Context: an optimization exercise on an open-source flow, tuned for small area, a short achievable clock period and few clock cycles per item. The choices shown serve that exercise and are no tape-out recipe.
RTL that was checked went through simulation tests only; none was proved equivalent to the original.
Treat power and IR drop as tool artefacts here; the default activity estimate runs too high for this design.

==> inputs of trial 31 <==
## aes_enc
module aes_enc (
    input  wire         clk,
    input  wire         rst,         
    input  wire         start,       
    input  wire [1:0]   key_len,     
    input  wire [255:0] key,         
    input  wire [127:0] din,         
    output wire         ready,       
    output reg          done,        
    output wire [127:0] dout
);
clock: 15.0 ns
lec_check: 0
cap_margin: 10
core_margin: 2
core_utilization: 45
place_density: 0.6
slew_margin: 10
synth_hierarchical: 1
standard.sh (not shown) runs the stock make flow with config.mk's settings and CLKGATE_MAP_FILE= SYNTH_SCRIPT=/design/flow/synth_recipe.tcl, a recipe that flattens the netlist after the stock synthesis.
==> flow/flow/run.sh <==
#!/bin/bash
# Layout flow: the standard flow (standard.sh, unchanged synthesis), with
# plain buf_1 cells as the port buffers instead of the flow's default choice,
# a clock tree of clkbuf_16 cells without dummy loads, and timing repair asked
# for a setup margin (the SDC is unchanged).
set -euo pipefail
bash standard.sh "BUFFER_PORTS_ARGS=-buffer_cell sky130_fd_sc_hd__buf_1" "SETUP_SLACK_MARGIN=10.5" \
  "CTS_ARGS=-sink_clustering_enable -repair_clock_nets -dont_use_dummy_load -buf_list sky130_fd_sc_hd__clkbuf_16" \
  finish > make_finish.log 2>&1
==> trial 54 (differences from trial 31) <==
--- a/flow/design.v
+++ b/flow/design.v
@@ -665,13 +665,14 @@
                                    .y(mc[127 - 32*n - 8*i -: 8]));
             end
             assign srw[127 - 32*n -: 32] = s;
         end
     endgenerate
-    wire [127:0] xa_n, xs_d;
-    aes_o22ai #(128) u_xa  (.a(din), .sa(nrsel), .b(mc), .sb(rsel), .y(xa_n));
-    aes_xor2  #(128) u_xs  (.a(xa_n), .b(kw_d[127:0]), .y(xs_d));
+    wire [127:0] xmc, dk, xs_d;
+    aes_xnor2 #(128) u_xmc (.a(mc), .b(nw_n), .y(xmc));
+    aes_xor2  #(128) u_dk  (.a(din), .b(key[255:128]), .y(dk));
+    aes_o22ai #(128) u_xs  (.a(dk), .sa(nrsel), .b(xmc), .sb(rsel), .y(xs_d));
     reg  [127:0] dout_r;
     wire [127:0] dout_d;
     aes_xnor2 #(128) u_fin (.a(srw), .b(nw_n), .y(dout_d));
     assign dout = dout_r;
     always @(posedge clk) begin
==> flow/flow/run.sh (replaced) <==
#!/bin/bash
# Layout flow: the standard flow (standard.sh, unchanged synthesis), with
# plain buf_1 cells as the port buffers instead of the flow's default choice,
# a clock tree of clkbuf_8 cells without dummy loads, and timing repair asked
# for a setup margin (the SDC is unchanged).
set -euo pipefail
bash standard.sh "BUFFER_PORTS_ARGS=-buffer_cell sky130_fd_sc_hd__buf_1" "SETUP_SLACK_MARGIN=10.8" \
  "CTS_ARGS=-sink_clustering_enable -repair_clock_nets -dont_use_dummy_load -buf_list sky130_fd_sc_hd__clkbuf_8" \
  finish > make_finish.log 2>&1
CAP_MARGIN = 20   (was 10)
SLEW_MARGIN = 20   (was 10)
==> build 48 (differences from trial 31) <==
--- a/flow/design.v
+++ b/flow/design.v
@@ -607,31 +607,31 @@
     aes_xnor2 #(8)  u_a2h (.a(wold_n[2][31:24]), .b(q2), .y(A[2][31:24]));
     aes_xor2  #(24) u_a2l (.a(wold_n[2][23:0]), .b(t2[23:0]), .y(A[2][23:0]));
     aes_nand2 #(32) u_t3  (.a({32{c3}}), .b(A[2]), .y(t3));
     aes_xor2  #(32) u_a3  (.a(wold_n[3]), .b(t3), .y(A[3]));
     wire [31:0] g0, g2;
-    wire [127:0] nw_n;
+    wire [127:0] nw;
     aes_nand2 #(32) u_g0 (.a({32{m01}}), .b(sw), .y(g0));
     aes_nand2 #(32) u_g2 (.a({32{m23}}), .b(sw), .y(g2));
     wire [31:0] Am [0:3];
     assign Am[0] = km[255:224];
     assign Am[1] = km[223:192];
     assign Am[2] = km[191:160];
     assign Am[3] = km[159:128];
-    aes_xor2  #(32) u_n0 (.a(Am[0]), .b(g0), .y(nw_n[127:96]));
-    aes_xor2  #(32) u_n1 (.a(Am[1]), .b(g0), .y(nw_n[95:64]));
-    aes_xor2  #(32) u_n2 (.a(Am[2]), .b(g2), .y(nw_n[63:32]));
-    aes_xor2  #(32) u_n3 (.a(Am[3]), .b(g2), .y(nw_n[31:0]));
+    aes_xnor2 #(32) u_n0 (.a(Am[0]), .b(g0), .y(nw[127:96]));
+    aes_xnor2 #(32) u_n1 (.a(Am[1]), .b(g0), .y(nw[95:64]));
+    aes_xnor2 #(32) u_n2 (.a(Am[2]), .b(g2), .y(nw[63:32]));
+    aes_xnor2 #(32) u_n3 (.a(Am[3]), .b(g2), .y(nw[31:0]));
     wire [255:0] kw_d;
-    wire [127:0] kh_n;
     aes_a22o  #(128) u_kwh (.sa(rsel), .a(key[127:0]), .sb(nrsel), .b(km[127:0]), .y(kw_d[255:128]));
-    aes_nand2 #(128) u_khn (.a({128{rsel}}), .b(key[255:128]), .y(kh_n));
-    aes_o21ai #(128) u_kwl (.s(rsel), .a(nw_n), .b(kh_n), .y(kw_d[127:0]));
+    aes_a22o  #(128) u_kwl (.sa(rsel), .a(key[255:128]), .sb(nrsel), .b(nw), .y(kw_d[127:0]));
     wire [31:0] k67, x237_n, nsin;
     aes_xor2  #(32) u_k67  (.a(km[63:32]), .b(km[31:0]), .y(k67));
-    aes_xor2  #(32) u_x237 (.a(k67), .b(nw_n[31:0]), .y(x237_n));
-    aes_a222oi #(32) u_nsin (.sa(sna), .a({nw_n[23:0], nw_n[31:24]}), .sb(snb), .b(nw_n[31:0]),
+    aes_xnor2 #(32) u_x237 (.a(k67), .b(nw[31:0]), .y(x237_n));
+    wire [31:0] n3_n;
+    aes_inv   #(32) u_n3n (.a(nw[31:0]), .y(n3_n));
+    aes_a222oi #(32) u_nsin (.sa(sna), .a({n3_n[23:0], n3_n[31:24]}), .sb(snb), .b(n3_n),
                              .sc(snc), .c({x237_n[23:0], x237_n[31:24]}), .y(nsin));
     wire [31:0] sin0 = (key_len == 2'd1) ? {key[87:64], key[95:88]} : {key[151:128], key[159:152]};
     wire [31:0] sin_d = rsel ? sin0 : nsin;
     reg  [127:0] xs_n, y;
     wire [127:0] y_d;
@@ -670,11 +670,11 @@
     wire [127:0] xa_n, xs_d;
     aes_o22ai #(128) u_xa  (.a(din), .sa(nrsel), .b(mc), .sb(rsel), .y(xa_n));
     aes_xor2  #(128) u_xs  (.a(xa_n), .b(kw_d[127:0]), .y(xs_d));
     reg  [127:0] dout_r;
     wire [127:0] dout_d;
-    aes_xnor2 #(128) u_fin (.a(srw), .b(nw_n), .y(dout_d));
+    aes_xor2  #(128) u_fin (.a(srw), .b(nw), .y(dout_d));
     assign dout = dout_r;
     always @(posedge clk) begin
         xs_n   <= xs_d;
         y      <= y_d;
         kw     <= kw_d;
CAP_MARGIN = 20   (was 10)
SLEW_MARGIN = 20   (was 10)
==> notes <==
- Against trial 31, the combinational power of trial 54 is larger by about 10%.
- The lowest sequential share of layout area belongs to trial 54, the highest to trial 31.
- Global-route usage: trial 31 > build 48 > trial 54.
- Sequential cell count is the same in build 48 and trial 31.
- In trial 54 the routed wire length is higher than in build 48, by 1.3%.
- In trial 54 the register-to-register slack is better than in trial 31, by 0.25 ns.
- Of build 48 and trial 31, trial 31 has the higher cell count (gap 0.96%, measured against trial 31).
- Between trial 31 and build 48, the lower utilization is in trial 31 (gap 0.14 points).
==> figures <==
Net switching power figure: trial 31 61.6 mW; trial 54 64.9 mW; build 48 60.5 mW
Chip Height: trial 31 357 um; trial 54 360 um; build 48 357 um
Number of well taps: trial 31 1637; trial 54 1650; build 48 1637
Mux contribution to synthesized area: trial 31 0.00680; trial 54 0.00666; build 48 0.00678
Result of the run: trial 31 finished clean; trial 54 finished clean; build 48 finished clean
Routed length on met2: trial 31 96600 um; trial 54 102000 um; build 48 95700 um
Post-route non-filler standard cell count: trial 31 8811; trial 54 9099; build 48 8726
Minimum period implied by the final worst setup slack: trial 31 4.41 ns; trial 54 4.43 ns; build 48 4.34 ns
Post-Synthesis Net Count: trial 31 6899; trial 54 7027; build 48 6803
Smallest setup slack after layout: trial 31 10.59 ns; trial 54 10.57 ns; build 48 10.66 ns
Fraction of power consumed by combinational cells: trial 31 0.904; trial 54 0.914; build 48 0.902
Global-route wire length before repair: trial 31 315000 um; trial 54 318000 um; build 48 314000 um
Post-Synth Adder-Cell Area: trial 31 0.000224; trial 54 0.000219; build 48 0.000223
Width of the chip: trial 31 357 um; trial 54 360 um; build 48 357 um
Reported clock group power: trial 31 2.33 mW; trial 54 2.07 mW; build 48 2.34 mW
Starting utilization of the core area: trial 31 0.453; trial 54 0.454; build 48 0.454
Pin count of the biggest net entering global routing: trial 31 166; trial 54 151; build 48 138
Testbench counts of trial 31, summed over its fixed seeds: cycles 28,456, blocks 2,400.
Testbench counts of trial 54, summed over its fixed seeds: cycles 28,456, blocks 2,400.
Only the layout flow was run in build 48; the RTL was not checked for function there.

## what the ideal ports hide
In the flow no input, the clock included, has a driving cell. The finished layouts below were timed again as built, in two steps.
Step 1: set_driving_cell puts a clkbuf_16 on clk and a buf_2 on each other input, an assumption about the parent block.
Step 2, shift: input delay + t, output delay - t, t = (earliest + latest rising clock arrival at the registers) / 2. This alone moves slack from input paths to output paths.
Slacks: no drivers / after step 1 / after step 2; pairs: no drivers / after step 1.
| run | t (ns) | setup slack, ns | hold slack, ns | worst setup path at the end |
|---|---|---|---|---|
| trial 31 | 0.776 | 10.590 / 10.516 / 10.202 | 0.325 / 0.325 / 0.325 | input to register |
| trial 54 | 0.931 | 10.567 / 10.482 / 10.195 | 0.319 / 0.319 / 0.319 | input to register |
| build 48 | 0.790 | 10.660 / 10.588 / 10.204 | 0.319 / 0.319 / 0.319 | input to register |
After both steps every run listed still meets setup and hold. For build 48, which loses most, drivers alone change the setup slack by -0.072 ns; drivers and shift together by -0.456 ns.
